Background: an optimization exercise with open tools, aiming at small area, a short achievable clock period and few clock cycles per item. Do not read the settings as production practice.
The RTL was checked by simulation tests, not by an equivalence proof against the original design.

File: config.mk
export PLATFORM = sky130hd
export DESIGN_NAME = rs_encoder
export DESIGN_NICKNAME = rs_encoder
export VERILOG_FILES = /design/flow/design.v
export SDC_FILE = /design/flow/constraint.sdc
export NUM_CORES = 4
export LEC_CHECK = 0
export CAP_MARGIN = 20
export CELL_PAD_IN_SITES_DETAIL_PLACEMENT = 1
export CELL_PAD_IN_SITES_GLOBAL_PLACEMENT = 2
export CORE_MARGIN = 2
export CORE_UTILIZATION = 30
export PLACE_DENSITY = 0.5
export SETUP_SLACK_MARGIN = 5
export SLEW_MARGIN = 20
File: standard.sh
#!/bin/bash
# synth_recipe.tcl (not shown) runs the flow's synth.tcl, then flattens the netlist and writes it again
# the make line also repeats each setting of config.mk as NAME=value (left out here)
make -C /OpenROAD-flow-scripts/flow DESIGN_CONFIG=/design/flow/config.mk WORK_HOME=/design/flow/orfs CLKGATE_MAP_FILE= SYNTH_SCRIPT=/design/flow/synth_recipe.tcl "${@:-finish}"
File: constraint.sdc
create_clock -name core_clock -period 10.0 [get_ports {clk}]
set_input_delay 2.0000 -clock core_clock [delete_from_list [all_inputs] [get_ports {clk}]]
set_output_delay 2.0000 -clock core_clock [all_outputs]
set_load 0.01 [all_outputs]
File: design.v
module rs_encoder (
    input  wire        clk,
    input  wire        rst,
    input  wire        in_valid,
    output wire        in_ready,
    input  wire [31:0] in_data,
    input  wire [5:0]  in_k,
    input  wire [4:0]  in_m,        
    output wire        out_valid,
    input  wire        out_ready,
    output wire [31:0] out_data,
    output wire [3:0]  out_row,
    output wire        out_last
);
    function automatic [26:0] cexp(input [7:0] c);
        begin
            cexp[0] = c[7];
            cexp[1] = c[6];
            cexp[2] = c[6]^c[7];
            cexp[3] = c[5];
            cexp[4] = c[4];
            cexp[5] = c[4]^c[5];
            cexp[6] = c[5]^c[7];
            cexp[7] = c[4]^c[6];
            cexp[8] = c[4]^c[5]^c[6]^c[7];
            cexp[9] = c[3];
            cexp[10] = c[2];
            cexp[11] = c[2]^c[3];
            cexp[12] = c[1];
            cexp[13] = c[0];
            cexp[14] = c[0]^c[1];
            cexp[15] = c[1]^c[3];
            cexp[16] = c[0]^c[2];
            cexp[17] = c[0]^c[1]^c[2]^c[3];
            cexp[18] = c[3]^c[7];
            cexp[19] = c[2]^c[6];
            cexp[20] = c[2]^c[3]^c[6]^c[7];
            cexp[21] = c[1]^c[5];
            cexp[22] = c[0]^c[4];
            cexp[23] = c[0]^c[1]^c[4]^c[5];
            cexp[24] = c[1]^c[3]^c[5]^c[7];
            cexp[25] = c[0]^c[2]^c[4]^c[6];
            cexp[26] = c[0]^c[1]^c[2]^c[3]^c[4]^c[5]^c[6]^c[7];
        end
    endfunction
    function automatic [26:0] dexp(input [7:0] d);
        begin
            dexp[0] = d[5];
            dexp[1] = d[1]^d[2]^d[3]^d[4]^d[6];
            dexp[2] = d[1]^d[2]^d[3]^d[4]^d[5]^d[6];
            dexp[3] = d[2]^d[6];
            dexp[4] = d[4]^d[7];
            dexp[5] = d[2]^d[4]^d[6]^d[7];
            dexp[6] = d[2]^d[5]^d[6];
            dexp[7] = d[1]^d[2]^d[3]^d[6]^d[7];
            dexp[8] = d[1]^d[3]^d[5]^d[7];
            dexp[9] = d[3]^d[5]^d[6]^d[7];
            dexp[10] = d[2]^d[4]^d[5];
            dexp[11] = d[2]^d[3]^d[4]^d[6]^d[7];
            dexp[12] = d[2]^d[3]^d[4]^d[7];
            dexp[13] = d[0]^d[2]^d[4]^d[6];
            dexp[14] = d[0]^d[3]^d[6]^d[7];
            dexp[15] = d[2]^d[4]^d[5]^d[6];
            dexp[16] = d[0]^d[5]^d[6];
            dexp[17] = d[0]^d[2]^d[4];
            dexp[18] = d[3]^d[6]^d[7];
            dexp[19] = d[1]^d[3]^d[5]^d[6];
            dexp[20] = d[1]^d[5]^d[7];
            dexp[21] = d[3]^d[4]^d[6]^d[7];
            dexp[22] = d[0]^d[2]^d[6]^d[7];
            dexp[23] = d[0]^d[2]^d[3]^d[4];
            dexp[24] = d[4];
            dexp[25] = d[0]^d[1]^d[2]^d[3]^d[5]^d[7];
            dexp[26] = d[0]^d[1]^d[2]^d[3]^d[4]^d[5]^d[7];
        end
    endfunction
    function automatic [7:0] lcomb(input [26:0] p);
        begin
            lcomb[7] = p[13]^p[14]^p[16]^p[17]^p[22]^p[23]^p[25]^p[26];
            lcomb[6] = p[12]^p[13]^p[15]^p[16]^p[21]^p[22]^p[24]^p[25];
            lcomb[5] = p[9]^p[11]^p[13]^p[14]^p[18]^p[20]^p[22]^p[23];
            lcomb[4] = p[10]^p[11]^p[12]^p[13]^p[19]^p[20]^p[21]^p[22];
            lcomb[3] = p[0]^p[1]^p[6]^p[8]^p[13]^p[14]^p[16]^p[17];
            lcomb[2] = p[0]^p[2]^p[7]^p[8]^p[12]^p[13]^p[15]^p[16];
            lcomb[1] = p[3]^p[4]^p[6]^p[7]^p[9]^p[11]^p[13]^p[14];
            lcomb[0] = p[3]^p[5]^p[6]^p[8]^p[10]^p[11]^p[12]^p[13];
        end
    endfunction
    function automatic [7:0] untow(input [7:0] y);
        begin
            untow[0] = y[0]^y[1]^y[3]^y[7];
            untow[1] = y[1]^y[2]^y[4]^y[5]^y[6]^y[7];
            untow[2] = y[1]^y[2]^y[3]^y[5];
            untow[3] = y[2]^y[3]^y[4]^y[5];
            untow[4] = y[1]^y[3]^y[5]^y[7];
            untow[5] = y[7];
            untow[6] = y[1]^y[2]^y[3];
            untow[7] = y[1]^y[3]^y[4]^y[5]^y[7];
        end
    endfunction
    function automatic [7:0] cinv(input [5:0] v);
        begin
            case (v)
            6'd0: cinv = 8'hFC;
            6'd1: cinv = 8'h52;
            6'd2: cinv = 8'hE2;
            6'd3: cinv = 8'h42;
            6'd4: cinv = 8'h0D;
            6'd5: cinv = 8'h04;
            6'd6: cinv = 8'hB1;
            6'd7: cinv = 8'h67;
            6'd8: cinv = 8'hDB;
            6'd9: cinv = 8'h50;
            6'd10: cinv = 8'h87;
            6'd11: cinv = 8'h3A;
            6'd12: cinv = 8'h70;
            6'd13: cinv = 8'hC3;
            6'd14: cinv = 8'h0F;
            6'd15: cinv = 8'h0C;
            6'd16: cinv = 8'h91;
            6'd17: cinv = 8'hCD;
            6'd18: cinv = 8'hAF;
            6'd19: cinv = 8'h37;
            6'd20: cinv = 8'h1B;
            6'd21: cinv = 8'h5D;
            6'd22: cinv = 8'hEA;
            6'd23: cinv = 8'hE4;
            6'd24: cinv = 8'h16;
            6'd25: cinv = 8'h72;
            6'd26: cinv = 8'h78;
            6'd27: cinv = 8'hA4;
            6'd28: cinv = 8'h6B;
            6'd29: cinv = 8'h6D;
            6'd30: cinv = 8'hFD;
            6'd31: cinv = 8'h68;
            6'd32: cinv = 8'hEB;
            6'd33: cinv = 8'h18;
            6'd34: cinv = 8'h79;
            6'd35: cinv = 8'h35;
            6'd36: cinv = 8'h8A;
            6'd37: cinv = 8'h14;
            6'd38: cinv = 8'h71;
            6'd39: cinv = 8'h45;
            6'd40: cinv = 8'h7E;
            6'd41: cinv = 8'h36;
            6'd42: cinv = 8'h93;
            6'd43: cinv = 8'h80;
            6'd44: cinv = 8'h8C;
            6'd45: cinv = 8'hD2;
            6'd46: cinv = 8'hE0;
            6'd47: cinv = 8'h9B;
            6'd48: cinv = 8'hC6;
            6'd49: cinv = 8'h25;
            6'd50: cinv = 8'h56;
            6'd51: cinv = 8'h6F;
            6'd52: cinv = 8'hB4;
            6'd53: cinv = 8'hA3;
            6'd54: cinv = 8'h2E;
            6'd55: cinv = 8'hF9;
            6'd56: cinv = 8'h2F;
            6'd57: cinv = 8'h94;
            6'd58: cinv = 8'h27;
            6'd59: cinv = 8'hCA;
            6'd60: cinv = 8'h7D;
            6'd61: cinv = 8'h5F;
            6'd62: cinv = 8'hC5;
            6'd63: cinv = 8'h85;
            endcase
        end
    endfunction
    function automatic [31:0] mulw(input [7:0] c, input [31:0] w);
        reg [26:0] ce;
        begin
            ce   = cexp(c);
            mulw = {lcomb(ce & dexp(w[31:24])), lcomb(ce & dexp(w[23:16])),
                    lcomb(ce & dexp(w[15:8])),  lcomb(ce & dexp(w[7:0]))};
        end
    endfunction
    function automatic [31:0] untoww(input [31:0] y);
        begin
            untoww = {untow(y[31:24]), untow(y[23:16]), untow(y[15:8]), untow(y[7:0])};
        end
    endfunction
    reg        rdy, mv;
    reg [31:0] md;
    reg [5:0]  mk;
    reg [4:0]  mm;
    wire       pop;                  
    wire       push = in_valid & rdy;
    assign in_ready = rdy;
    always @(posedge clk) begin
        if (rdy) begin
            md <= in_data; mk <= in_k; mm <= in_m;
        end
    end
    reg  [5:0] idx;                  
    reg        pass;                 
    reg        act;                  
    reg  [3:0] base;                 
    reg  [3:0] tail;                 
    reg  [4:0] fr;                   
    reg [15:0] lastf;                
    wire [3:0] tail_n = alloc ? tail + mm[3:0] : tail;
    wire [4:0] fr_s  = fr - mm;
    wire [4:0] fr_a  = alloc ? fr_s : fr;
    wire [4:0] fr_a1 = alloc ? fr_s + 5'd1 : fr + 5'd1;
    wire       two   = mm[4] | (mm[3] & |mm[2:0]);
    wire       room  = (fr >= mm);
    wire       go    = mv & (act | room);
    wire       alloc = go & ~act;
    wire       lastp = ~two | pass;
    wire       lastw = (idx == mk - 6'd1);
    assign pop = go & lastp;
    wire       pass_n = go ? ~lastp : pass;
    wire       act_n  = (pop & lastw) ? 1'b0 : (alloc | act);
    wire [4:0] m_n    = push ? in_m : mm;
    wire       two_n  = m_n[4] | (m_n[3] & |m_n[2:0]);
    wire       mv_n   = push | (mv & ~pop);
    wire       go_n   = act_n | (~alloc & (fr >= m_n));
    wire       rdy_n  = ~mv_n | (go_n & (~two_n | (~push & pass_n)));
    wire        load;                
    reg  [15:0] hoh;                 
    reg  [15:0] en_v;
    reg  [63:0] cf_v;
    integer u;
    reg  [3:0] jr;
    reg  [3:0] sl;
    always @(*) begin
        en_v = 16'd0;
        cf_v = 64'd0;
        for (u = 0; u < 8; u = u + 1) begin
            jr[2:0] = u[2:0] - base[2:0];
            jr[3]   = pass;
            sl = base + jr;
            if ({1'b0, jr} < mm) en_v[{sl[3], u[2:0]}] = go;
            cf_v[u*8 +: 8] = cinv({idx[5:4], idx[3:0] ^ jr});
        end
    end
    always @(posedge clk) begin
        if (rst) begin
            idx   <= 6'd0;
            pass  <= 1'b0;
            act   <= 1'b0;
            tail  <= 4'd0;
            base  <= 4'd0;
            fr    <= 5'd16;
            mv    <= 1'b0;
            rdy   <= 1'b1;
            lastf <= 16'd0;
        end else begin
            if (go) pass <= ~lastp;
            if (pop) idx <= lastw ? 6'd0 : idx + 6'd1;
            if (pop & lastw) act <= 1'b0;
            else if (alloc) act <= 1'b1;
            if (alloc) begin
                tail <= tail_n;
            end
            fr <= load ? fr_a1 : fr_a;
            if (~act_n) base <= tail_n;
            mv  <= push | (mv & ~pop);
            rdy <= rdy_n;
            if (load) lastf <= lastf & ~hoh;
            if (alloc) lastf[tail + mm[3:0] - 4'd1] <= 1'b1;
        end
    end
    reg        bclr, bdone;
    reg [15:0] ben;
    reg [31:0] bd;
    reg [63:0] bc;
    reg [4:0]  bm;
    always @(posedge clk) begin
        bd   <= md;
        bc   <= cf_v;
        bclr <= (idx == 6'd0);
        bm   <= mm;
    end
    always @(posedge clk) begin
        if (rst) begin
            ben   <= 16'd0;
            bdone <= 1'b0;
        end else begin
            ben   <= en_v;
            bdone <= pop & lastw;
        end
    end
    reg [31:0] acc [0:15];
    genvar s;
    generate
        for (s = 0; s < 16; s = s + 1) begin : g_slot
            always @(posedge clk) begin
                if (ben[s])
                    acc[s] <= (bclr ? 32'd0 : acc[s]) ^ mulw(bc[(s%8)*8 +: 8], bd);
            end
        end
    endgenerate
    reg        ov, olq;
    reg [31:0] od;
    reg [3:0]  orq, ocnt;
    reg [4:0]  ndone;                
    wire [4:0] nd_a  = ndone + (bdone ? bm : 5'd0);
    assign load      = (ndone != 5'd0) & (~ov | out_ready);
    assign out_valid = ov;
    assign out_data  = od;
    assign out_row   = orq;
    assign out_last  = olq;
    reg [31:0] hsel;
    integer h;
    always @(*) begin
        hsel = 32'd0;
        for (h = 0; h < 16; h = h + 1)
            hsel = hsel | (acc[h] & {32{hoh[h]}});
    end
    wire hlast = |(lastf & hoh);
    always @(posedge clk) begin
        if (load) begin
            od  <= untoww(hsel);
            olq <= hlast;
            orq <= ocnt;
        end
    end
    always @(posedge clk) begin
        if (rst) begin
            ov    <= 1'b0;
            hoh   <= 16'd1;
            ocnt  <= 4'd0;
            ndone <= 5'd0;
        end else begin
            if (load) begin
                ov   <= 1'b1;
                hoh  <= {hoh[14:0], hoh[15]};
                ocnt <= hlast ? 4'd0 : ocnt + 4'd1;
            end else if (out_ready) begin
                ov   <= 1'b0;
            end
            ndone <= load ? nd_a - 5'd1 : nd_a;
        end
    end
endmodule
File: flow/run.sh
#!/bin/bash
bash standard.sh SETUP_SLACK_MARGIN=6.6 finish > standard.log 2>&1
==> metrics.yaml, run 1 <==
run_status:
  run_status: "no timing/DRC/antenna violations"
cts:
  cts_inserted_buffers: 103
  clock_sinks: 776
  cts-root-buf: "sky130_fd_sc_hd__clkbuf_16"
  clk_path_buf_depth: 3
  cts.htree.levels: 3
  clk_lat_worst_skew_ns: 0.80
  holdBufCountCts: 0
  tritoncts: "yes"
  clk_pin_slew_worst_paths_ns: 0.06
cells_and_area:
  fin_nets: 7389
  multi_input_area_um2: 43400
  drive_above_1_share: 0.168
  area_growth_syn_to_layout_pct: 20.7
  instances_no_fill: 10200
  final.fill_count: 23900
  seq_area_um2: 21600
timing:
  final_period_minus_worst_setup_slack_ns: 3.55
  max_transition_viols_final: 0
  worst_clock_skew_ns: 0.0552
  max_freq_mhz: 282
  unrepaired_setup_endpoints_after_global_routing: "true"
  relSlewSlack: 0.131
  setup-violations-final: 0
  setup_total_negative_slack_ns: 0
  fin_crit_sh: 0.355
  timing.final.hold_violations: 0
  timing_worst_slew_pin_value_ns: 1.29
detailed_routing:
  count_of_routing_violations_after_the_opening_detailed_route_iteration: 6938
  drt-total-wl_um: 392000
  routedLengthMet1_um: 175000
  wl_met2_um: 169000
  route.detailed.vias_per_inst: 5.73
  post-route-drc-count: 0
  highest_layer: "met5"
  drt-wirelength-per-cell_um: 38.5
  antenna_violating_nets_post_route: 0
  vias: 58400
  routed-wl-met3_um: 30700
  detail_route.first_pass.iterations: 5
yosys:
  yosys.area.top_type: "sky130_fd_sc_hd__edfxtp_1"
  yosysUniqueCellTypes: 90
  synth_warnings: 2
  avgSynthCellArea_um2: 8.89
  synth-simple-area-share: 0.147
  synth.area.top_cells: "sky130_fd_sc_hd__edfxtp_1, sky130_fd_sc_hd__xnor2_1, sky130_fd_sc_hd__dfxtp_1"
  synth_async_sr_flop_share: 0
  synth_sequential_area_ratio: 0.337
  post_synth_fa_ha_maj_area_fraction: 0.0159
  synth-edff-count: 592
  synth_nets: 7284
  synth_compound_gate_area_share: 0.153
  syn_inst: 7158
  yosys.area_share.xor_xnor: 0.300
  post_synth_mux_area_share: 0.0105
  netlist_area_um2: 63600
  synthFlopType: "sky130_fd_sc_hd__edfxtp_1"
  dominant_combinational_cell_family_by_area_after_synthesis: "XOR/XNOR gates"
  synth.most_common_cell: "sky130_fd_sc_hd__xnor2_1"
  synth.cells.most_frequent: "sky130_fd_sc_hd__xnor2_1, sky130_fd_sc_hd__nand2_1, sky130_fd_sc_hd__nor2_1, sky130_fd_sc_hd__edfxtp_1, sky130_fd_sc_hd__clkbuf_1"
  synth_largest_type_area_fraction: 0.280
  ys_ff_latch: 776
worst_setup_path:
  crit_path_max_incr_delay_ns: 0.52
  crit_path_start: "hoh[10]"
  cp_required_ns: 10.50
  endpoint_kind: "flop"
  critical_path.top_delay_family: "XOR/XNOR gates"
  timing.critical_path.depth: 8
  flop2flop_setup_slack_ns: 6.45
  worst_ep_arrival_time_ns: 4.05
  r2r_start: "hoh[10]"
  timing.critical_path.to: "od[17]"
  worstSetupPathType: "flop to flop"
  crit_slowest_cell: "sky130_fd_sc_hd__a221oi_1"
  timing.critical_path.cells: "buf_4, a22o_1, a221oi_1, nand3_1, nor2_4, xor2_1, xnor2_1, xnor2_1"
  worstRegToRegCells: 8
  r2r-end: "od[17]"
  cpMostUsedCell: "sky130_fd_sc_hd__xnor2_1"
  startpoint_type: "flop"
  worst_path_fanout_max: 14
  critPathBufInv: 1
floorplanning:
  rows: 169
  dieWidth_um: 464
  initial_utilization: 0.301
  floorplan.core_area_um2: 211000
  boundaryPins: 86
  chipHeight_um: 464
  floorplan.die_area_um2: 216000
global_route:
  global_route_wire_length_before_repair_um: 522000
  grtUsageTotal: 0.353
  global_route.overflow_total: 0
  grt_antenna_before_repair: 21
  grt_pass1_vias: 56600
  grt_start_max_net_pins: 151
flow_run:
  drv_cap: 0
placement:
  hpwlAfterDp_um: 285000
  placedCellCount: 9861
  globalplace.congestion: 1.05
  numPortBuffers: 85
hold_path:
  holdCritPathClass: "flop to flop"
logic make-up after synthesis:
group	Yosys count
mux	59
buf+inv	579
compound gates	1485
flops	776
simple gates	2099
xor+xnor	2081
fa+ha+maj	79
state kept, by name (all words and copies together), names as in the netlist, 6 cells and up:
name,cells
lastf,16
bc,64
bd,32
ben,16
idx,6
od,32
mk,6
acc,512
md,32
hoh,16
routing by layer:
metal | global-route usage | vias to the layer above
met1 | 0.497 | 30200
li1 | - | 24900
met4 | 0.140 | 10
met2 | 0.530 | 2634
met3 | 0.0652 | 585
met5 | 0 | -
area by class of cell:
cell class	instances	share of cell area
Sequential cell	776	0.281
Clock inverter	73	0.0107
Multi-Input combinational cell	5805	0.566
Inverter	53	0.00292
Timing Repair Buffer	524	0.0577
Clock buffer	122	0.0357
Tap cell	2821	0.0460
Antenna cell	12	0.000391
layout by cell type (no fill, tap or decap), drive strengths merged, types with 41 or more instances in the layout:
cell / count
xnor2: 1724
nand2: 783
nor2: 674
edfxtp: 592
buf: 477
o21ai: 365
a21oi: 335
xor2: 334
nor2b: 279
a22oi: 219
dfxtp: 184
a221oi: 123
clkbuf: 122
nand3: 108
a22o: 98
nor3: 86
ha: 76
o22ai: 64
inv: 59
o211ai: 49
clkinv: 46
clkdlybuf4s50: 44
a31oi: 41
worst min-delay path by stage:
stage                      start  endpoint  slack, ns  cells past startpoint
after floorplan            md[0]     bd[0]       0.32                      0
after global placement    md[17]    bd[17]       0.33                      0
after detailed placement   md[5]     bd[5]       0.33                      0
after CTS                 md[24]    bd[24]       0.35                      0
after global routing       md[5]     bd[5]       0.35                      0
final                     md[24]    bd[24]       0.34                      0
timing repair:
item                                    4_1_cts  5_1_grt
gates cloned                                  3        0
buffers inserted                             76       39
pin swaps                                    34       26
gates resized for setup                     520      160
endpoints found under the setup margin      653      366
worst reg2reg max path: cells and delay by family, from the launching register on:
kind	cells	cell delay, ns
AOI/OAI and AO/OA	2	0.89
xor gates and xnor gates	3	0.95
DFF	1	0.49
buffers and inverters	1	0.34
and+or+nand+nor	2	0.57
metrics by stage:
stage | cell area, µm² | setup slack, ns | util | hold slack (ns)
6_report | 76800 | 6.45 | 0.363 | 0.342
2_1_floorplan | 63600 | 6.31 | - | 0.323
5_1_grt | 76800 | 6.43 | 0.363 | 0.355
3_5_place_dp | 68900 | 5.57 | 0.326 | 0.334
3_3_place_gp | 68800 | 5.02 | 0.325 | 0.329
4_1_cts | 75400 | 6.27 | 0.357 | 0.348
Testbench counts, summed over its fixed seeds: cycles 68,865, stripes 2,400.
==> run 2, diff against run 1 <==
--- a/config.mk
+++ b/config.mk
@@ -5,11 +5,11 @@
 export SDC_FILE = /design/flow/constraint.sdc
 export NUM_CORES = 4
 export LEC_CHECK = 0
-export CAP_MARGIN = 20
+export CAP_MARGIN = 10
 export CELL_PAD_IN_SITES_DETAIL_PLACEMENT = 1
 export CELL_PAD_IN_SITES_GLOBAL_PLACEMENT = 2
 export CORE_MARGIN = 2
 export CORE_UTILIZATION = 30
 export PLACE_DENSITY = 0.5
 export SETUP_SLACK_MARGIN = 5
-export SLEW_MARGIN = 20
+export SLEW_MARGIN = 10
==> run 2 against run 1 <==
  * Still clean on timing, DRC and antenna
  * Worst setup slack worse by 0.014 ns
  * Synthesized cell count stayed put
  * Critical path depth is 6 lower
  * Via count is 0.13% higher
  * Flip-flop and latch count stayed put
  * Design area is 0.24% lower
  * Synthesized area stayed put
  * Largest cell class unchanged
==> metrics.yaml, run 2 <==
run_status:
  run_status: "no timing/DRC/antenna violations"
global_route:
  grt_pass1_vias: 56700
  grt_start_max_net_pins: 151
  global_route.overflow_total: 0
  grt_antenna_before_repair: 34
  global_route_wire_length_before_repair_um: 521000
  grtUsageTotal: 0.353
floorplanning:
  floorplan.core_area_um2: 211000
  dieWidth_um: 464
  floorplan.die_area_um2: 216000
  boundaryPins: 86
  initial_utilization: 0.301
  rows: 169
  chipHeight_um: 464
cts:
  clk_lat_worst_skew_ns: 0.81
  cts-root-buf: "sky130_fd_sc_hd__clkbuf_16"
  cts_inserted_buffers: 102
  holdBufCountCts: 0
  clk_pin_slew_worst_paths_ns: 0.06
  clk_path_buf_depth: 3
  cts.htree.levels: 3
  tritoncts: "yes"
  clock_sinks: 776
yosys:
  synth.cells.most_frequent: "sky130_fd_sc_hd__xnor2_1, sky130_fd_sc_hd__nand2_1, sky130_fd_sc_hd__nor2_1, sky130_fd_sc_hd__edfxtp_1, sky130_fd_sc_hd__clkbuf_1"
  synth_warnings: 2
  synth_async_sr_flop_share: 0
  yosys.area.top_type: "sky130_fd_sc_hd__edfxtp_1"
  yosysUniqueCellTypes: 90
  netlist_area_um2: 63600
  synth_nets: 7284
  syn_inst: 7158
  synth_largest_type_area_fraction: 0.280
  synth-edff-count: 592
  synth.most_common_cell: "sky130_fd_sc_hd__xnor2_1"
  synth.area.top_cells: "sky130_fd_sc_hd__edfxtp_1, sky130_fd_sc_hd__xnor2_1, sky130_fd_sc_hd__dfxtp_1"
  synth_sequential_area_ratio: 0.337
  synthFlopType: "sky130_fd_sc_hd__edfxtp_1"
  avgSynthCellArea_um2: 8.89
  ys_ff_latch: 776
cells_and_area:
  drive_above_1_share: 0.166
  postLayoutCellArea_um2: 76600
  top_register: "acc"
  fin_nets: 7377
  max_reg_flops: 512
  final_core_util: 0.362
  area_growth_syn_to_layout_pct: 20.4
  mostFrequentLayoutCells: "sky130_fd_sc_hd__xnor2_1, sky130_fd_sc_hd__nand2_1, sky130_fd_sc_hd__nor2_1"
  reg.largest.list: "acc: 512 flops, bc: 64 flops"
  layout_commonest_cell: "sky130_fd_sc_hd__xnor2_1"
timing:
  timing_worst_slew_pin_value_ns: 1.29
  max_freq_mhz: 281
  relSlewSlack: 0.135
  setup-violations-final: 0
  unrepaired_setup_endpoints_after_global_routing: "true"
  timing.final.hold_violations: 0
  final_period_minus_worst_setup_slack_ns: 3.56
  max_transition_viols_final: 0
  fin_crit_sh: 0.356
  setup_total_negative_slack_ns: 0
  worst_clock_skew_ns: 0.0480
worst_setup_path:
  critPathBufInv: 2
  worstSetupPathType: "flop to primary output"
  endpoint_kind: "primary output"
  crit_slowest_cell: "sky130_fd_sc_hd__dfxtp_4"
  crit_path_max_incr_delay_ns: 0.42
  timing.critical_path.cells: "buf_16, buf_6"
  worst_path_fanout_max: 2
  startpoint_type: "flop"
  worst_ep_arrival_time_ns: 1.56
  critical_path.top_delay_family: "flip-flops"
  cp_required_ns: 8.00
detailed_routing:
  drt-total-wl_um: 392000
  detail_route.first_pass.iterations: 5
  route.detailed.vias_per_inst: 5.75
  post-route-drc-count: 0
  vias: 58500
  count_of_routing_violations_after_the_opening_detailed_route_iteration: 7315
  drt-wirelength-per-cell_um: 38.6
  antenna_violating_nets_post_route: 0
placement:
  numPortBuffers: 85
  globalplace.congestion: 1.05
  post_dp_cell_area_um2: 68900
  hpwlAfterDp_um: 285000
hold_path:
  holdCritPathClass: "flop to flop"
flow_run:
  drv_cap: 0
==> run 2: cell counts after synthesis <==
Identical to the previous run, type by type.
==> run 2: logic make-up after synthesis <==
logic type / Yosys count / synth area share
compound gates: 1485 / 0.153
buf+inv: 579 / 0.0368
fa+ha+maj: 79 / 0.0159
simple gates: 2099 / 0.147
flops: 776 / 0.337
mux: 59 / 0.0105
xor+xnor: 2081 / 0.300
==> run 2: metal layers <==
metal | GRT usage | routed length [µm] | vias up
li1 | - | - | 24900
met1 | 0.500 | 174000 | 30200
met2 | 0.532 | 168000 | 2786
met3 | 0.0571 | 31800 | 591
met4 | 0.143 | 18200 | 24
met5 | 0 | 180 | -
==> run 2: timing repair <==
action / CTS / global route
resized for setup: 552 / 159
setup endpoints to repair: 643 / 306
cloned: 3 / 1
setup buffers: 72 / 32
pin swaps: 31 / 20
==> run 2: layout make-up <==
cell class                      count  area, µm²
Inverter                           53        228
Antenna cell                        7       17.5
Multi-Input combinational cell   5805      43500
Tap cell                         2821       3530
Clock buffer                      131       2770
Clock inverter                     55        571
Timing Repair Buffer              513       4360
Sequential cell                   776      21600
Fill cell                       23900     135000
==> run 2: worst paths after layout <==
path                              start  endpoint  slack [ns]  cells after the start
worst max-delay path                rdy  in_ready        6.44                      2
worst max register to register  hoh[10]    od[17]        6.52                      8
worst min-delay path              md[5]     bd[5]        0.34                      0
worst min register to register    md[5]     bd[5]        0.34                      0
==> run 2: per-stage QoR <==
stage	cells	setup WS, ns	hold slack (ns)
final	10200	6.44	0.344
after global routing	10200	6.41	0.354
after CTS	10100	6.35	0.348
after detailed placement	9860	5.55	0.334
after global placement	9858	5.02	0.329
after floorplan	7158	6.31	0.323
==> run 3, diff against run 2 <==
--- a/config.mk
+++ b/config.mk
@@ -10,6 +10,8 @@
 export CELL_PAD_IN_SITES_GLOBAL_PLACEMENT = 2
 export CORE_MARGIN = 2
 export CORE_UTILIZATION = 30
+export CTS_CLUSTER_DIAMETER = 120
+export CTS_CLUSTER_SIZE = 24
 export PLACE_DENSITY = 0.5
 export SETUP_SLACK_MARGIN = 5
 export SLEW_MARGIN = 10
==> run 3 against run 2 <==
  * Critical path depth is the same
  * Non-clock buffer count down 4
  * Largest cell class unchanged
  * Register-to-register slack lost 0.04 ns
  * Synthesized cell count stayed put
  * Synthesized area unchanged
  * Worst setup slack gained 0.034 ns
  * Routed wire length is 0.26% lower
==> metrics.yaml, run 3 <==
cells_and_area:
  fin_nets: 7319
  final.fill_count: 24000
  area_growth_syn_to_layout_pct: 17.4
  max_reg_flops: 512
  multi_input_area_um2: 43300
  layout_commonest_cell: "sky130_fd_sc_hd__xnor2_1"
  mostFrequentLayoutCells: "sky130_fd_sc_hd__xnor2_1, sky130_fd_sc_hd__nand2_1, sky130_fd_sc_hd__nor2_1"
  reg.largest.list: "acc: 512 flops, bc: 64 flops"
  seq_area_um2: 21600
  final_core_util: 0.353
  top_register: "acc"
  drive_above_1_share: 0.153
cts:
  clk_lat_worst_skew_ns: 0.77
  tritoncts: "yes"
  clk_pin_slew_worst_paths_ns: 0.11
  clock_sinks: 776
  clk_path_buf_depth: 3
  cts_inserted_buffers: 48
  cts-root-buf: "sky130_fd_sc_hd__clkbuf_16"
  cts.htree.levels: 2
floorplanning:
  initial_utilization: 0.301
  boundaryPins: 86
  floorplan.core_area_um2: 211000
  chipHeight_um: 464
  dieWidth_um: 464
  floorplan.die_area_um2: 216000
  rows: 169
run_status:
  run_status: "no timing/DRC/antenna violations"
worst_setup_path:
  crit_slowest_cell: "sky130_fd_sc_hd__dfxtp_4"
  cp_required_ns: 8.00
  worstSetupPathType: "flop to primary output"
  critPathBufInv: 2
  worstRegToRegCells: 8
  crit_path_max_incr_delay_ns: 0.44
  startpoint_type: "flop"
  critical_path.top_delay_family: "flip-flops"
  timing.critical_path.cells: "buf_16, buf_6"
  flop2flop_setup_slack_ns: 6.48
  endpoint_kind: "primary output"
  worst_path_fanout_max: 2
  r2r-end: "acc[10][12]"
  worst_ep_arrival_time_ns: 1.53
  r2r_start: "bc[22]"
yosys:
  synth.cells.most_frequent: "sky130_fd_sc_hd__xnor2_1, sky130_fd_sc_hd__nand2_1, sky130_fd_sc_hd__nor2_1, sky130_fd_sc_hd__edfxtp_1, sky130_fd_sc_hd__clkbuf_1"
  netlist_area_um2: 63600
  yosysUniqueCellTypes: 90
  yosys.area.top_type: "sky130_fd_sc_hd__edfxtp_1"
  synth_async_sr_flop_share: 0
  synth_largest_type_area_fraction: 0.280
  synth-edff-count: 592
  ys_ff_latch: 776
  synth.area.top_cells: "sky130_fd_sc_hd__edfxtp_1, sky130_fd_sc_hd__xnor2_1, sky130_fd_sc_hd__dfxtp_1"
  syn_inst: 7158
  avgSynthCellArea_um2: 8.89
  synthFlopType: "sky130_fd_sc_hd__edfxtp_1"
  synth_warnings: 2
  synth_nets: 7284
  synth.most_common_cell: "sky130_fd_sc_hd__xnor2_1"
  synth_sequential_area_ratio: 0.337
timing:
  setup_total_negative_slack_ns: 0
  timing.final.hold_violations: 0
  final_period_minus_worst_setup_slack_ns: 3.53
  fin_crit_sh: 0.353
  max_transition_viols_final: 0
  unrepaired_setup_endpoints_after_global_routing: "true"
  worst_clock_skew_ns: 0.0680
  max_freq_mhz: 284
  relSlewSlack: 0.100
  timing_worst_slew_pin_value_ns: 1.34
  setup-violations-final: 0
global_route:
  grt_pass1_vias: 56200
  global_route.overflow_total: 0
  grt_start_max_net_pins: 151
  grt_antenna_before_repair: 34
  grtUsageTotal: 0.351
  global_route_wire_length_before_repair_um: 519000
hold_path:
  holdCritPathClass: "flop to flop"
  whs_endpoint: "bd[24]"
  min_path_cells: 0
  hold_path.startpoint: "md[24]"
detailed_routing:
  count_of_routing_violations_after_the_opening_detailed_route_iteration: 7196
  drt-wirelength-per-cell_um: 38.9
  detail_route.first_pass.iterations: 6
  vias: 58100
  post-route-drc-count: 0
  antenna_violating_nets_post_route: 0
  route.detailed.vias_per_inst: 5.77
  drt-total-wl_um: 391000
flow_run:
  drv_cap: 0
placement:
  hpwlAfterDp_um: 285000
  numPortBuffers: 85
  globalplace.congestion: 1.05
==> run 3: worst max path at each step <==
stage               startpoint         to  slack [ns]  cells past startpoint
global route               rdy   in_ready        6.44                      2
global placement         bd[4]  acc[7][7]        5.02                      9
CTS                        rdy   in_ready        6.37                      2
floorplan             in_valid        rdy        6.31                     11
detailed placement       bd[4]  acc[7][2]        5.55                      7
finish                     rdy   in_ready        6.47                      2
==> run 3: timing repair <==
item                       CTS  global route
setup buffers               68            32
gates resized for setup    527           147
hold buffers                 0             0
pin swaps                   31            24
gates cloned                 3             1
setup endpoints to repair  647           333
==> run 3: area by class of cell <==
cell class,instances,area share
well taps,2821,0.0473
clock inverters,18,0.00434
diodes,11,0.000369
flip-flops and latches,776,0.289
clock buffers,72,0.0176
multi-input cells,5805,0.580
inverters,53,0.00300
repair buffers,509,0.0583
==> run 3: metrics by stage <==
step / area, µm² / worst slack [ns] / hold slack, ns / instances
6_report: 74600 / 6.47 / 0.353 / 10100
5_1_grt: 74600 / 6.44 / 0.375 / 10100
4_1_cts: 73400 / 6.37 / 0.360 / 10000
3_5_place_dp: 68900 / 5.55 / 0.334 / 9860
3_3_place_gp: 68800 / 5.02 / 0.329 / 9858
2_1_floorplan: 63600 / 6.31 / 0.323 / 7158
==> run 3: per-layer routing <==
metal,track usage,vias up,part of all wire,routed length (µm)
li1,-,24700,-,-
met2,0.528,2738,0.43,168000
met4,0.142,14,0.047,18500
met5,0,-,0.00020,80
met3,0.0531,578,0.075,29400
met1,0.500,30000,0.45,175000
==> run 3: cell families after synthesis <==
group	Yosys count	synth area share
and+or+nand+nor	2099	0.147
xor gates and xnor gates	2081	0.300
AOI/OAI and AO/OA	1485	0.153
DFF	776	0.337
buffers and inverters	579	0.0368
adders and majority gates	79	0.0159
muxes	59	0.0105
==> run 3: worst register-to-register path, cell delays in order, from the launching register on <==
cell and delay (ns):
sky130_fd_sc_hd__dfxtp_1 0.30, sky130_fd_sc_hd__buf_4 0.24, sky130_fd_sc_hd__buf_4 0.34, sky130_fd_sc_hd__xnor2_1 1.09
sky130_fd_sc_hd__nor2_1 0.16, sky130_fd_sc_hd__xnor2_1 0.29, sky130_fd_sc_hd__xnor2_1 0.14, sky130_fd_sc_hd__xnor2_1 0.54
sky130_fd_sc_hd__xnor2_1 0.15
==> run 4, diff against run 3 <==
--- a/config.mk
+++ b/config.mk
@@ -10,8 +10,8 @@
 export CELL_PAD_IN_SITES_GLOBAL_PLACEMENT = 2
 export CORE_MARGIN = 2
 export CORE_UTILIZATION = 30
-export CTS_CLUSTER_DIAMETER = 120
-export CTS_CLUSTER_SIZE = 24
+export CTS_CLUSTER_DIAMETER = 100
+export CTS_CLUSTER_SIZE = 20
 export PLACE_DENSITY = 0.5
 export SETUP_SLACK_MARGIN = 5
 export SLEW_MARGIN = 10
==> run 4 against run 3 <==
  * Design area rose by 0.35%
  * Critical path depth did not move
  * Sequential share of layout area fell by 0.096 points
  * Clock skew rose by 0.0017 ns
  * First-iteration DRC count rose by 2.4%
  * Flip-flop and latch count did not move
==> metrics.yaml, run 4 <==
run_status:
  run_status: "no timing/DRC/antenna violations"
worst_setup_path:
  worst_path_fanout_max: 2
  worstRegToRegCells: 8
  endpoint_kind: "primary output"
  crit_path_max_incr_delay_ns: 0.42
  startpoint_type: "flop"
  worst_ep_arrival_time_ns: 1.54
  critical_path.top_delay_family: "flip-flops"
  flop2flop_setup_slack_ns: 6.53
  r2r_start: "bc[22]"
  crit_slowest_cell: "sky130_fd_sc_hd__dfxtp_4"
  cp_required_ns: 8.00
  worstSetupPathType: "flop to primary output"
  r2r-end: "acc[10][12]"
  timing.critical_path.depth: 2
  timing.critical_path.cells: "buf_16, buf_6"
  critPathBufInv: 2
timing:
  max_transition_viols_final: 0
  max_freq_mhz: 282
  final_period_minus_worst_setup_slack_ns: 3.54
  relSlewSlack: 0.109
  unrepaired_setup_endpoints_after_global_routing: "true"
  timing_worst_slew_pin_value_ns: 1.33
  fin_crit_sh: 0.354
  timing.final.hold_violations: 0
  setup_total_negative_slack_ns: 0
  worst_clock_skew_ns: 0.0697
  setup-violations-final: 0
floorplanning:
  dieWidth_um: 464
  chipHeight_um: 464
  floorplan.core_area_um2: 211000
  initial_utilization: 0.301
  rows: 169
  floorplan.die_area_um2: 216000
  boundaryPins: 86
cells_and_area:
  seq_area_um2: 21600
  max_reg_flops: 512
  layout_commonest_cell: "sky130_fd_sc_hd__xnor2_1"
  fin_nets: 7319
  postLayoutCellArea_um2: 74900
  top_register: "acc"
  drive_above_1_share: 0.155
  reg.largest.list: "acc: 512 flops, bc: 64 flops"
  multi_input_area_um2: 43300
  instances_no_fill: 10100
  final.fill_count: 24000
  mostFrequentLayoutCells: "sky130_fd_sc_hd__xnor2_1, sky130_fd_sc_hd__nand2_1, sky130_fd_sc_hd__nor2_1"
  area_growth_syn_to_layout_pct: 17.8
global_route:
  grt_start_max_net_pins: 151
  global_route_wire_length_before_repair_um: 520000
  grt_antenna_before_repair: 34
  grt_pass1_vias: 56400
  grtUsageTotal: 0.351
  global_route.overflow_total: 0
yosys:
  synth.area.top_cells: "sky130_fd_sc_hd__edfxtp_1, sky130_fd_sc_hd__xnor2_1, sky130_fd_sc_hd__dfxtp_1"
  avgSynthCellArea_um2: 8.89
  synthFlopType: "sky130_fd_sc_hd__edfxtp_1"
  synth-simple-area-share: 0.147
  post_synth_mux_area_share: 0.0105
  synth_compound_gate_area_share: 0.153
  yosys.area_share.xor_xnor: 0.300
  synth.most_common_cell: "sky130_fd_sc_hd__xnor2_1"
  synth.cells.most_frequent: "sky130_fd_sc_hd__xnor2_1, sky130_fd_sc_hd__nand2_1, sky130_fd_sc_hd__nor2_1, sky130_fd_sc_hd__edfxtp_1, sky130_fd_sc_hd__clkbuf_1"
  yosysUniqueCellTypes: 90
  synth_warnings: 2
  synth_largest_type_area_fraction: 0.280
  synth_nets: 7284
  syn_inst: 7158
  synth-edff-count: 592
  dominant_combinational_cell_family_by_area_after_synthesis: "XOR/XNOR gates"
  yosys.area.top_type: "sky130_fd_sc_hd__edfxtp_1"
  synth_async_sr_flop_share: 0
  netlist_area_um2: 63600
  synth_sequential_area_ratio: 0.337
  ys_ff_latch: 776
  post_synth_fa_ha_maj_area_fraction: 0.0159
cts:
  clk_lat_worst_skew_ns: 0.80
  cts.htree.levels: 2
  cts-root-buf: "sky130_fd_sc_hd__clkbuf_16"
  cts_inserted_buffers: 58
  tritoncts: "yes"
  clk_pin_slew_worst_paths_ns: 0.10
  clk_path_buf_depth: 3
  clock_sinks: 776
detailed_routing:
  drt-wirelength-per-cell_um: 38.8
  count_of_routing_violations_after_the_opening_detailed_route_iteration: 7367
  antenna_violating_nets_post_route: 0
  detail_route.first_pass.iterations: 6
  post-route-drc-count: 0
  vias: 58200
  route.detailed.vias_per_inst: 5.77
  drt-total-wl_um: 391000
hold_path:
  hold_path.startpoint: "md[24]"
  min_path_cells: 0
  whs_endpoint: "bd[24]"
  holdCritPathClass: "flop to flop"
placement:
  globalplace.congestion: 1.05
  hpwlAfterDp_um: 285000
  numPortBuffers: 85
  placedCellCount: 9860
  post_dp_cell_area_um2: 68900
flow_run:
  drv_cap: 0
-- run 4: through the flow --
| stage | worst slack, ns | hold slack [ns] | utilization |
|---|---|---|---|
| after detailed placement | 5.55 | 0.334 | 0.326 |
| after CTS | 6.35 | 0.354 | 0.348 |
| after global routing | 6.40 | 0.361 | 0.354 |
| after floorplan | 6.31 | 0.323 | - |
| final | 6.46 | 0.350 | 0.354 |
| after global placement | 5.02 | 0.329 | 0.325 |
-- run 4: how the worst max path moves through the flow --
stage | to | from | slack [ns]
after floorplan | rdy | in_valid | 6.31
after global placement | acc[7][7] | bd[4] | 5.02
after detailed placement | acc[7][2] | bd[4] | 5.55
after CTS | in_ready | rdy | 6.35
after global routing | in_ready | rdy | 6.40
final | in_ready | rdy | 6.46
-- run 4: cell type report --
class	count	share of cell area
well taps	2821	0.0471
repair buffers	499	0.0560
multi-input cells	5805	0.578
diodes	10	0.000334
inverters	53	0.00304
clock buffers	79	0.0207
clock inverters	31	0.00628
flip-flops and latches	776	0.288
-- run 4: cells by family after synthesis --
kind of cell,after synthesis
simple gates,2099
xor+xnor,2081
compound gates,1485
flops,776
buf+inv,579
fa+ha+maj,79
mux,59
-- run 4: routing by layer --
layer | vias up | wire [µm] | global-route usage
met3 | 581 | 30600 | 0.0573
met2 | 2711 | 167000 | 0.529
met1 | 30100 | 174000 | 0.498
met5 | - | 110 | 0
met4 | 16 | 18600 | 0.141
li1 | 24700 | - | -
-- run 4: timing repair --
item                                    4_1_cts  5_1_grt
endpoints found under the setup margin      644      312
setup buffers                                66       24
pin swaps                                    30       21
gates resized for setup                     526      156
hold buffers                                  0        0
gates cloned                                  3        1
==> run 5, diff against run 4 <==
--- a/design.v
+++ b/design.v
@@ -189,7 +189,7 @@
     wire       push = in_valid & rdy;
     assign in_ready = rdy;
     always @(posedge clk) begin
-        if (rdy) begin
+        if (push) begin
             md <= in_data; mk <= in_k; mm <= in_m;
         end
     end
==> run 5 against run 4 <==
  * Still clean on timing, DRC and antenna
  * Design area rose by 1.3%
  * Register-to-register slack improved by 0.02 ns
==> metrics.yaml, run 5 <==
run_status:
  run_status: "no timing/DRC/antenna violations"
global_route:
  grt_start_max_net_pins: 176
  global_route_wire_length_before_repair_um: 494000
  grt_antenna_before_repair: 15
  grtUsageTotal: 0.329
  global_route.overflow_total: 0
  grt_pass1_vias: 56000
worst_setup_path:
  worstRegToRegCells: 10
  flop2flop_setup_slack_ns: 6.55
  worst_path_fanout_max: 22
  r2r-end: "acc[15][15]"
  cp_required_ns: 10.50
  endpoint_kind: "flop"
  crit_path_start: "bc[58]"
  worst_ep_arrival_time_ns: 3.95
  startpoint_type: "flop"
  cpMostUsedCell: "sky130_fd_sc_hd__xnor2_1"
  crit_slowest_cell: "sky130_fd_sc_hd__xnor2_4"
  worstSetupPathType: "flop to flop"
  r2r_start: "bc[58]"
  crit_path_max_incr_delay_ns: 0.58
  timing.critical_path.cells: "buf_4, xnor2_4, xnor2_4, xnor2_1, buf_4, nor2_1, xnor2_1, xnor2_1, xnor2_2, xnor2_1"
hold_path:
  hold_path.startpoint: "md[3]"
  holdCritPathClass: "flop to flop"
  whs_endpoint: "bd[3]"
  min_path_cells: 0
timing:
  fin_crit_sh: 0.345
  setup_total_negative_slack_ns: 0
  timing.final.hold_violations: 0
  postLayoutSetupSlackWorst_ns: 6.55
  setup-violations-final: 0
  max_transition_viols_final: 0
  final_period_minus_worst_setup_slack_ns: 3.45
  unrepaired_setup_endpoints_after_global_routing: "true"
  timing_worst_slew_pin_value_ns: 1.40
  worst_clock_skew_ns: 0.0563
  worst_hold_slack_ns: 0.342
  max_freq_mhz: 289
  relSlewSlack: 0.0631
placement:
  numPortBuffers: 85
  hpwlAfterDp_um: 269000
  dp_worst_setup_slack_ns: 5.01
  globalplace.congestion: 0.996
detailed_routing:
  drt-wirelength-per-cell_um: 36.3
  vias: 56800
  antenna_violating_nets_post_route: 0
  post-route-drc-count: 0
  count_of_routing_violations_after_the_opening_detailed_route_iteration: 5844
  detail_route.first_pass.iterations: 5
  route.detailed.vias_per_inst: 5.64
  drt-total-wl_um: 366000
cells_and_area:
  max_reg_flops: 512
  final_core_util: 0.358
  area_growth_syn_to_layout_pct: 19.1
  layout_commonest_cell: "sky130_fd_sc_hd__xnor2_1"
  fin_nets: 7331
  final.fill_count: 23800
  mostFrequentLayoutCells: "sky130_fd_sc_hd__xnor2_1, sky130_fd_sc_hd__nor2_1, sky130_fd_sc_hd__edfxtp_1"
  drive_above_1_share: 0.162
  reg.largest.list: "acc: 512 flops, bc: 64 flops"
  top_register: "acc"
yosys:
  synth_sequential_area_ratio: 0.336
  synthFlopType: "sky130_fd_sc_hd__edfxtp_1"
  synth_nets: 7304
  synth.most_common_cell: "sky130_fd_sc_hd__xnor2_1"
  synth_largest_type_area_fraction: 0.277
  syn_inst: 7178
  yosysUniqueCellTypes: 76
  synth.cells.most_frequent: "sky130_fd_sc_hd__xnor2_1, sky130_fd_sc_hd__nor2_1, sky130_fd_sc_hd__edfxtp_1, sky130_fd_sc_hd__nand2_1, sky130_fd_sc_hd__a21oi_1"
  synth_warnings: 2
  synth-edff-count: 587
  synth_async_sr_flop_share: 0
  avgSynthCellArea_um2: 8.87
  ys_ff_latch: 776
  synth.area.top_cells: "sky130_fd_sc_hd__edfxtp_1, sky130_fd_sc_hd__xnor2_1, sky130_fd_sc_hd__dfxtp_1"
  yosys.area.top_type: "sky130_fd_sc_hd__edfxtp_1"
  netlist_area_um2: 63700
floorplanning:
  chipHeight_um: 465
  boundaryPins: 86
  dieWidth_um: 465
  floorplan.die_area_um2: 216000
  floorplan.core_area_um2: 212000
  rows: 169
  initial_utilization: 0.301
cts:
  clk_path_buf_depth: 3
  clk_lat_worst_skew_ns: 0.76
  tritoncts: "yes"
  cts-root-buf: "sky130_fd_sc_hd__clkbuf_16"
  cts.htree.levels: 2
  cts_inserted_buffers: 54
  clock_sinks: 776
  clk_pin_slew_worst_paths_ns: 0.09
flow_run:
  drv_cap: 0
==> run 5: changes by cell type in the layout (fill, tap and decap cells not counted), moves of 18 or more <==
cell	change
sky130_fd_sc_hd__xor2_2	+34
sky130_fd_sc_hd__o22ai_1	+33
sky130_fd_sc_hd__a22oi_1	-18
sky130_fd_sc_hd__a21oi_1	+89
sky130_fd_sc_hd__nor2b_1	+82
sky130_fd_sc_hd__nand2b_1	+186
sky130_fd_sc_hd__buf_4	-21
sky130_fd_sc_hd__nand2_1	-200
sky130_fd_sc_hd__xnor2_1	-183
sky130_fd_sc_hd__xnor2_2	+68
==> run 5: per-layer routing <==
layer | vias up | routed length [µm] | track usage
met2 | 2123 | 156000 | 0.493
met3 | 423 | 26300 | 0.0513
met4 | 12 | 12700 | 0.0989
met5 | - | 86 | 0
met1 | 29500 | 170000 | 0.483
li1 | 24700 | - | -
==> run 5: area by class of cell <==
cell class,count,area (µm²),share of cell area
multi-input combinational,5848,44700,0.589
clock inverter,22,330,0.00435
tap,2821,3530,0.0465
inverter,49,200,0.00264
sequential,776,21600,0.284
timing repair buffer,476,4050,0.0533
antenna,9,22.5,0.000297
clock buffer,71,1470,0.0193
==> run 5: worst max-delay path by stage <==
stage          cells after the start           to
2_1_floorplan                     12          rdy
3_3_place_gp                      12          rdy
3_5_place_dp                      12          rdy
4_1_cts                            8   acc[1][26]
5_1_grt                           10   acc[4][19]
6_report                          10  acc[15][15]
==> run 5: kinds of logic after synthesis <==
group,after synthesis,synth area share
simple gates,2146,0.158
fa+ha+maj,79,0.0159
xor+xnor,2017,0.289
buf+inv,560,0.0346
flops,776,0.336
mux,56,0.0112
compound gates,1544,0.155
==> run 5: repair_timing <==
action,CTS,global route
pin swaps,37,32
buffers inserted,55,47
setup endpoints to repair,642,478
hold buffers,0,0
resized for setup,595,198
cloned,6,0
==> run 5: stage by stage <==
| step | std cells | cell area (µm²) |
|---|---|---|
| floorplan | 7178 | 63800 |
| global placement | 9860 | 68800 |
| detailed placement | 9862 | 68900 |
| CTS | 10000 | 74100 |
| global route | 10100 | 75900 |
| finish | 10100 | 75900 |
==> run 5: worst max-delay path: cells and delay by family (launching register included) <==
kind	cells	cell delay, ns
xor+xnor	7	2.08
buf+inv	2	0.71
flops	1	0.32
simple gates	1	0.07
Testbench counts of run 5, summed over its fixed seeds: cycles 68,865, stripes 2,400.
==> run 6, diff against run 5 <==
--- a/design.v
+++ b/design.v
@@ -189,7 +189,7 @@
     wire       push = in_valid & rdy;
     assign in_ready = rdy;
     always @(posedge clk) begin
-        if (push) begin
+        if (rdy) begin
             md <= in_data; mk <= in_k; mm <= in_m;
         end
     end
==> flow/run.sh (replaced) <==
#!/bin/bash
bash standard.sh SETUP_SLACK_MARGIN=7.0 finish > standard.log 2>&1
==> run 6 against run 5 <==
  * Highest routed layer unchanged
  * Non-clock buffer count increased by 405
  * Still clean
  * Routed wire length rose by 10%
  * Via count is 6.1% higher
  * Synthesized cell count fell by 0.28%
==> metrics.yaml, run 6 <==
worst_setup_path:
  worstSetupPathType: "flop to primary output"
  crit_path_max_incr_delay_ns: 0.51
  critPathBufInv: 1
  worstRegToRegCells: 9
  startpoint_type: "flop"
  r2r_start: "bc[11]"
  timing.critical_path.cells: "buf_2"
  crit_slowest_cell: "sky130_fd_sc_hd__edfxtp_1"
  r2r-end: "acc[1][14]"
  endpoint_kind: "primary output"
  flop2flop_setup_slack_ns: 6.91
  worst_path_fanout_max: 1
  cp_required_ns: 8.00
  critical_path.top_delay_family: "flip-flops"
  worst_ep_arrival_time_ns: 1.48
detailed_routing:
  drt-total-wl_um: 403000
  post-route-drc-count: 0
  wl_met2_um: 171000
  route.detailed.vias_per_inst: 5.77
  antenna_violating_nets_post_route: 0
  routedLengthMet1_um: 176000
  highest_layer: "met5"
  routed-wl-met3_um: 33400
  detail_route.first_pass.iterations: 6
  count_of_routing_violations_after_the_opening_detailed_route_iteration: 7047
  vias: 60300
  drt-wirelength-per-cell_um: 38.5
cts:
  tritoncts: "yes"
  clk_path_buf_depth: 3
  cts_inserted_buffers: 57
  clock_sinks: 776
  clk_pin_slew_worst_paths_ns: 0.09
  holdBufCountCts: 0
  clk_lat_worst_skew_ns: 0.77
  cts-root-buf: "sky130_fd_sc_hd__clkbuf_16"
  cts.htree.levels: 2
placement:
  hpwlAfterDp_um: 283000
  numPortBuffers: 85
  post_dp_cell_area_um2: 68700
  globalplace.congestion: 1.02
  dp_worst_setup_slack_ns: 5.24
  placedCellCount: 9843
timing:
  relSlewSlack: 0.209
  final_period_minus_worst_setup_slack_ns: 3.48
  setup-violations-final: 0
  max_freq_mhz: 288
  worst_clock_skew_ns: 0.0626
  timing.final.hold_violations: 0
  worst_hold_slack_ns: 0.349
  unrepaired_setup_endpoints_after_global_routing: "true"
  max_transition_viols_final: 0
  timing_worst_slew_pin_value_ns: 1.18
  postLayoutSetupSlackWorst_ns: 6.52
  fin_crit_sh: 0.348
  setup_total_negative_slack_ns: 0
yosys:
  yosys.area.top_type: "sky130_fd_sc_hd__edfxtp_1"
  netlist_area_um2: 63600
  synth.cells.most_frequent: "sky130_fd_sc_hd__xnor2_1, sky130_fd_sc_hd__nand2_1, sky130_fd_sc_hd__nor2_1, sky130_fd_sc_hd__edfxtp_1, sky130_fd_sc_hd__clkbuf_1"
  synth_warnings: 2
  synth.area.top_cells: "sky130_fd_sc_hd__edfxtp_1, sky130_fd_sc_hd__xnor2_1, sky130_fd_sc_hd__dfxtp_1"
  synthFlopType: "sky130_fd_sc_hd__edfxtp_1"
  synth_nets: 7284
  synth_async_sr_flop_share: 0
  yosysUniqueCellTypes: 90
  avgSynthCellArea_um2: 8.89
  ys_ff_latch: 776
  synth_sequential_area_ratio: 0.337
  synth-edff-count: 592
  syn_inst: 7158
  synth_largest_type_area_fraction: 0.280
  synth.most_common_cell: "sky130_fd_sc_hd__xnor2_1"
cells_and_area:
  instances_no_fill: 10500
  final.fill_count: 23400
  drive_above_1_share: 0.278
  reg.largest.list: "acc: 512 flops, bc: 64 flops"
  area_growth_syn_to_layout_pct: 33.7
  multi_input_area_um2: 48900
  seq_area_um2: 21700
  layout_commonest_cell: "sky130_fd_sc_hd__xnor2_1"
  mostFrequentLayoutCells: "sky130_fd_sc_hd__xnor2_1, sky130_fd_sc_hd__nand2_1, sky130_fd_sc_hd__nor2_1"
  fin_nets: 7703
  postLayoutCellArea_um2: 85100
  top_register: "acc"
  max_reg_flops: 512
floorplanning:
  initial_utilization: 0.301
  boundaryPins: 86
  chipHeight_um: 464
  rows: 169
  floorplan.die_area_um2: 216000
  dieWidth_um: 464
  floorplan.core_area_um2: 211000
flow_run:
  drv_cap: 0
hold_path:
  hold_path.startpoint: "md[24]"
  whs_endpoint: "bd[24]"
  min_path_cells: 0
  holdCritPathClass: "flop to flop"
global_route:
  global_route_wire_length_before_repair_um: 530000
  grt_start_max_net_pins: 118
  grtUsageTotal: 0.358
  global_route.overflow_total: 0
  grt_antenna_before_repair: 20
  grt_pass1_vias: 58100
run_status:
  run_status: "no timing/DRC/antenna violations"
## run 6: changes by cell type after synthesis, sizes merged, moves of 14 or more
cell | before | now
a221oi | 106 | 123
clkbuf | 414 | 397
buf | 97 | 129
nand2b | 226 | 38
a21oi | 434 | 335
a22oi | 192 | 219
nand2 | 574 | 783
xor2 | 371 | 333
xnor3 | 39 | 21
o22ai | 100 | 64
xnor2 | 1607 | 1723
o221ai | 16 | 33
o21ai | 351 | 365
nor2b | 359 | 279
## run 6: logic make-up (layout without fill, tap and decap cells)
logic type                 Yosys count  after routing  share of synthesized area
and+or+nand+nor                   2099           2099                      0.147
xor gates and xnor gates          2081           2085                      0.300
AOI/OAI and AO/OA                 1485           1486                      0.153
DFF                                776            776                      0.337
buffers and inverters              579           1038                     0.0368
adders and majority gates           79             79                     0.0159
muxes                               59             59                     0.0105
other                                0             12                          0
## run 6: stage by stage
stage	util
final	0.402
after global routing	0.402
after CTS	0.377
after detailed placement	0.325
after global placement	0.325
after floorplan	-
## run 6: worst max-delay path by stage
stage	cells after the start	startpoint	endpoint	slack, ns
2_1_floorplan	11	in_valid	rdy	6.35
3_3_place_gp	8	bd[28]	acc[9][31]	5.23
3_5_place_dp	8	bd[28]	acc[1][31]	5.24
4_1_cts	1	od[16]	out_data[16]	6.46
5_1_grt	1	od[16]	out_data[16]	6.50
6_report	1	od[16]	out_data[16]	6.52
## run 6: routing by layer
layer	track usage	up-vias
li1	-	25500
met2	0.534	2794
met5	0	-
met3	0.0636	692
met4	0.149	16
met1	0.506	31300
## run 6: area by class of cell
| type | instances | area share |
|---|---|---|
| diodes | 12 | 0.000353 |
| clock buffers | 75 | 0.0180 |
| clock inverters | 29 | 0.00446 |
| inverters | 53 | 0.00277 |
| multi-input cells | 5808 | 0.575 |
| flip-flops and latches | 776 | 0.255 |
| well taps | 2821 | 0.0415 |
| repair buffers | 881 | 0.103 |
## run 6: repair_timing
item | 4_1_cts | 5_1_grt
pin swaps | 178 | 245
buffers inserted | 278 | 198
gates cloned | 12 | 8
resized for setup | 1217 | 554
endpoints found under the setup margin | 739 | 566
Testbench counts of run 6, summed over its fixed seeds: cycles 68,865, stripes 2,400.
==> run 7, diff against run 6 <==
==> flow/run.sh (replaced) <==
#!/bin/bash
bash standard.sh SETUP_SLACK_MARGIN=6.8 finish > standard.log 2>&1
==> run 7 against run 6 <==
  * Still clean on timing, DRC and antenna
  * Count of clock-buffer cells in the layout up 7
  * Synthesized cell count did not move
  * Critical endpoint is now in_ready
  * Largest cell class unchanged
==> metrics.yaml, run 7 <==
global_route:
  grt_start_max_net_pins: 133
  grt_antenna_before_repair: 25
  grtUsageTotal: 0.352
  global_route_wire_length_before_repair_um: 521000
  grt_pass1_vias: 56800
  global_route.overflow_total: 0
placement:
  globalplace.congestion: 1.05
  numPortBuffers: 85
  hpwlAfterDp_um: 284000
detailed_routing:
  count_of_routing_violations_after_the_opening_detailed_route_iteration: 6962
  detail_route.first_pass.iterations: 8
  route.detailed.vias_per_inst: 5.77
  post-route-drc-count: 0
  antenna_violating_nets_post_route: 0
  drt-wirelength-per-cell_um: 38.6
  drt-total-wl_um: 393000
  vias: 58800
floorplanning:
  dieWidth_um: 464
  rows: 169
  chipHeight_um: 464
  floorplan.core_area_um2: 211000
  boundaryPins: 86
  floorplan.die_area_um2: 216000
  initial_utilization: 0.301
worst_setup_path:
  worst_path_fanout_max: 2
  startpoint_type: "flop"
  cp_required_ns: 8.00
  worstSetupPathType: "flop to primary output"
  endpoint_kind: "primary output"
  worst_ep_arrival_time_ns: 1.47
cts:
  cts-root-buf: "sky130_fd_sc_hd__clkbuf_16"
  cts_inserted_buffers: 57
  tritoncts: "yes"
  clk_lat_worst_skew_ns: 0.80
  clock_sinks: 776
  cts.htree.levels: 2
  clk_pin_slew_worst_paths_ns: 0.09
  clk_path_buf_depth: 3
yosys:
  dominant_combinational_cell_family_by_area_after_synthesis: "XOR/XNOR gates"
  synth_largest_type_area_fraction: 0.280
  post_synth_fa_ha_maj_area_fraction: 0.0159
  yosys.area_share.xor_xnor: 0.300
  synth-edff-count: 592
  synthFlopType: "sky130_fd_sc_hd__edfxtp_1"
  synth_async_sr_flop_share: 0
  post_synth_mux_area_share: 0.0105
  synth.most_common_cell: "sky130_fd_sc_hd__xnor2_1"
  netlist_area_um2: 63600
  avgSynthCellArea_um2: 8.89
  yosys.area.top_type: "sky130_fd_sc_hd__edfxtp_1"
  ys_ff_latch: 776
  synth_warnings: 2
  synth.cells.most_frequent: "sky130_fd_sc_hd__xnor2_1, sky130_fd_sc_hd__nand2_1, sky130_fd_sc_hd__nor2_1, sky130_fd_sc_hd__edfxtp_1, sky130_fd_sc_hd__clkbuf_1"
  yosysUniqueCellTypes: 90
  synth_nets: 7284
  syn_inst: 7158
  synth_compound_gate_area_share: 0.153
  synth_sequential_area_ratio: 0.337
  synth-simple-area-share: 0.147
  synth.area.top_cells: "sky130_fd_sc_hd__edfxtp_1, sky130_fd_sc_hd__xnor2_1, sky130_fd_sc_hd__dfxtp_1"
timing:
  timing.final.hold_violations: 0
  fin_crit_sh: 0.347
  final_period_minus_worst_setup_slack_ns: 3.47
  timing_worst_slew_pin_value_ns: 1.23
  worst_clock_skew_ns: 0.0688
  unrepaired_setup_endpoints_after_global_routing: "true"
  worst_hold_slack_ns: 0.347
  max_transition_viols_final: 0
  setup_total_negative_slack_ns: 0
  relSlewSlack: 0.177
  max_freq_mhz: 288
  setup-violations-final: 0
cells_and_area:
  max_reg_flops: 512
  layout_commonest_cell: "sky130_fd_sc_hd__xnor2_1"
  mostFrequentLayoutCells: "sky130_fd_sc_hd__xnor2_1, sky130_fd_sc_hd__nand2_1, sky130_fd_sc_hd__nor2_1"
  reg.largest.list: "acc: 512 flops, bc: 64 flops"
  area_growth_syn_to_layout_pct: 23.2
  drive_above_1_share: 0.197
  fin_nets: 7436
  top_register: "acc"
flow_run:
  drv_cap: 0
hold_path:
  holdCritPathClass: "flop to flop"
run_status:
  run_status: "no timing/DRC/antenna violations"
run 7: changes by cell type in the layout (fill, tap and decap cells not counted), sizes merged, moves of 2 or more:
| cell | delta |
|---|---|
| inv | -4 |
| bufbuf | -3 |
| clkinvlp | -2 |
| clkbuf | +6 |
| clkinv | +2 |
| buf | -264 |
| diode | -2 |
run 7: final timing paths:
kind | startpoint | to | slack (ns) | cells after the start
setup / recovery | rdy | in_ready | 6.53 | 2
hold / removal | md[3] | bd[3] | 0.35 | 0
setup reg to reg | bc[42] | acc[13][14] | 6.65 | 9
hold reg to reg | md[3] | bd[3] | 0.35 | 0
run 7: cells by family after synthesis:
group                    Yosys count
multiplexers                      59
adder cells (fa/ha/maj)           79
AO/OA/AOI/OAI                   1485
AND/OR/NAND/NOR                 2099
buffers and inverters            579
flip-flops                       776
XOR/XNOR                        2081
run 7: area by class of cell:
cell class	count	area, µm²
fill	23800	133000
multi-input combinational	5807	45300
sequential	776	21600
timing repair buffer	615	5670
tap	2821	3530
clock buffer	82	1550
clock inverter	26	402
inverter	53	228
antenna	10	25.0
run 7: repair_timing:
| action | 4_1_cts | 5_1_grt |
|---|---|---|
| cloned | 5 | 7 |
| pin swaps | 84 | 70 |
| hold buffers | 0 | 0 |
| setup buffers | 133 | 76 |
| gates resized for setup | 794 | 253 |
| endpoints found under the setup margin | 714 | 519 |
run 7: critical path, stage by stage (launching register included):
cell                      delay [ns]
sky130_fd_sc_hd__dfxtp_4        0.36
sky130_fd_sc_hd__buf_12         0.17
sky130_fd_sc_hd__buf_6          0.13
run 7: metal layers:
| layer | part of all wire | global-route usage | up-vias |
|---|---|---|---|
| li1 | - | - | 25000 |
| met1 | 0.44 | 0.498 | 30500 |
| met2 | 0.43 | 0.535 | 2723 |
| met3 | 0.077 | 0.0544 | 570 |
| met4 | 0.049 | 0.140 | 4 |
| met5 | 0.000061 | 0 | - |
run 7: stage by stage:
step | cell area (µm²) | util | instances | worst slack [ns]
finish | 78400 | 0.371 | 10200 | 6.53
floorplan | 63700 | - | 7158 | 6.35
global placement | 68700 | 0.325 | 9849 | 5.16
CTS | 76000 | 0.360 | 10100 | 6.45
detailed placement | 68700 | 0.325 | 9851 | 5.40
global route | 78400 | 0.371 | 10200 | 6.48

-- re-timing with driven ports --
The flow's constraints put no driver on any port. The routed layouts listed below were extracted and timed again, unchanged, in two steps.
Step 1 assumes that a clkbuf_16 drives the clock port and a buf_2 every other input.
Step 2 moves the port delays by t, midway between the first and last clock arrival at a register: inputs arrive t later, outputs are due t later. That takes back most of the time a late clock gives input paths.
Three values: ideal ports, drivers, drivers and shift; two values: the first two.
run	t (ns)	slack for setup (ns)	hold slack, ns	worst setup path at the end	worst register clock-pin slew, ns
run 1	0.871	6.454 / 6.377 / 6.004	0.342 / 0.342 / 0.342	input to register	0.07 / 0.07
run 2	0.875	6.440 / 6.353 / 5.988	0.344 / 0.344 / 0.344	input to register	0.07 / 0.07
run 3	0.831	6.475 / 6.380 / 6.006	0.353 / 0.353 / 0.353	input to register	0.12 / 0.12
run 4	0.862	6.459 / 6.363 / 6.004	0.350 / 0.350 / 0.350	input to register	0.11 / 0.11
run 5	0.830	6.546 / 6.546 / 5.873	0.342 / 0.342 / 0.342	input to register	0.10 / 0.10
run 6	0.838	6.525 / 6.430 / 6.183	0.349 / 0.349 / 0.349	input to register	0.10 / 0.10
run 7	0.857	6.525 / 6.432 / 6.111	0.347 / 0.347 / 0.347	input to register	0.10 / 0.10
After both steps every run listed still meets setup and hold. For run 5, which loses most, drivers alone change the setup slack by 0.000 ns; drivers and shift together by -0.673 ns.
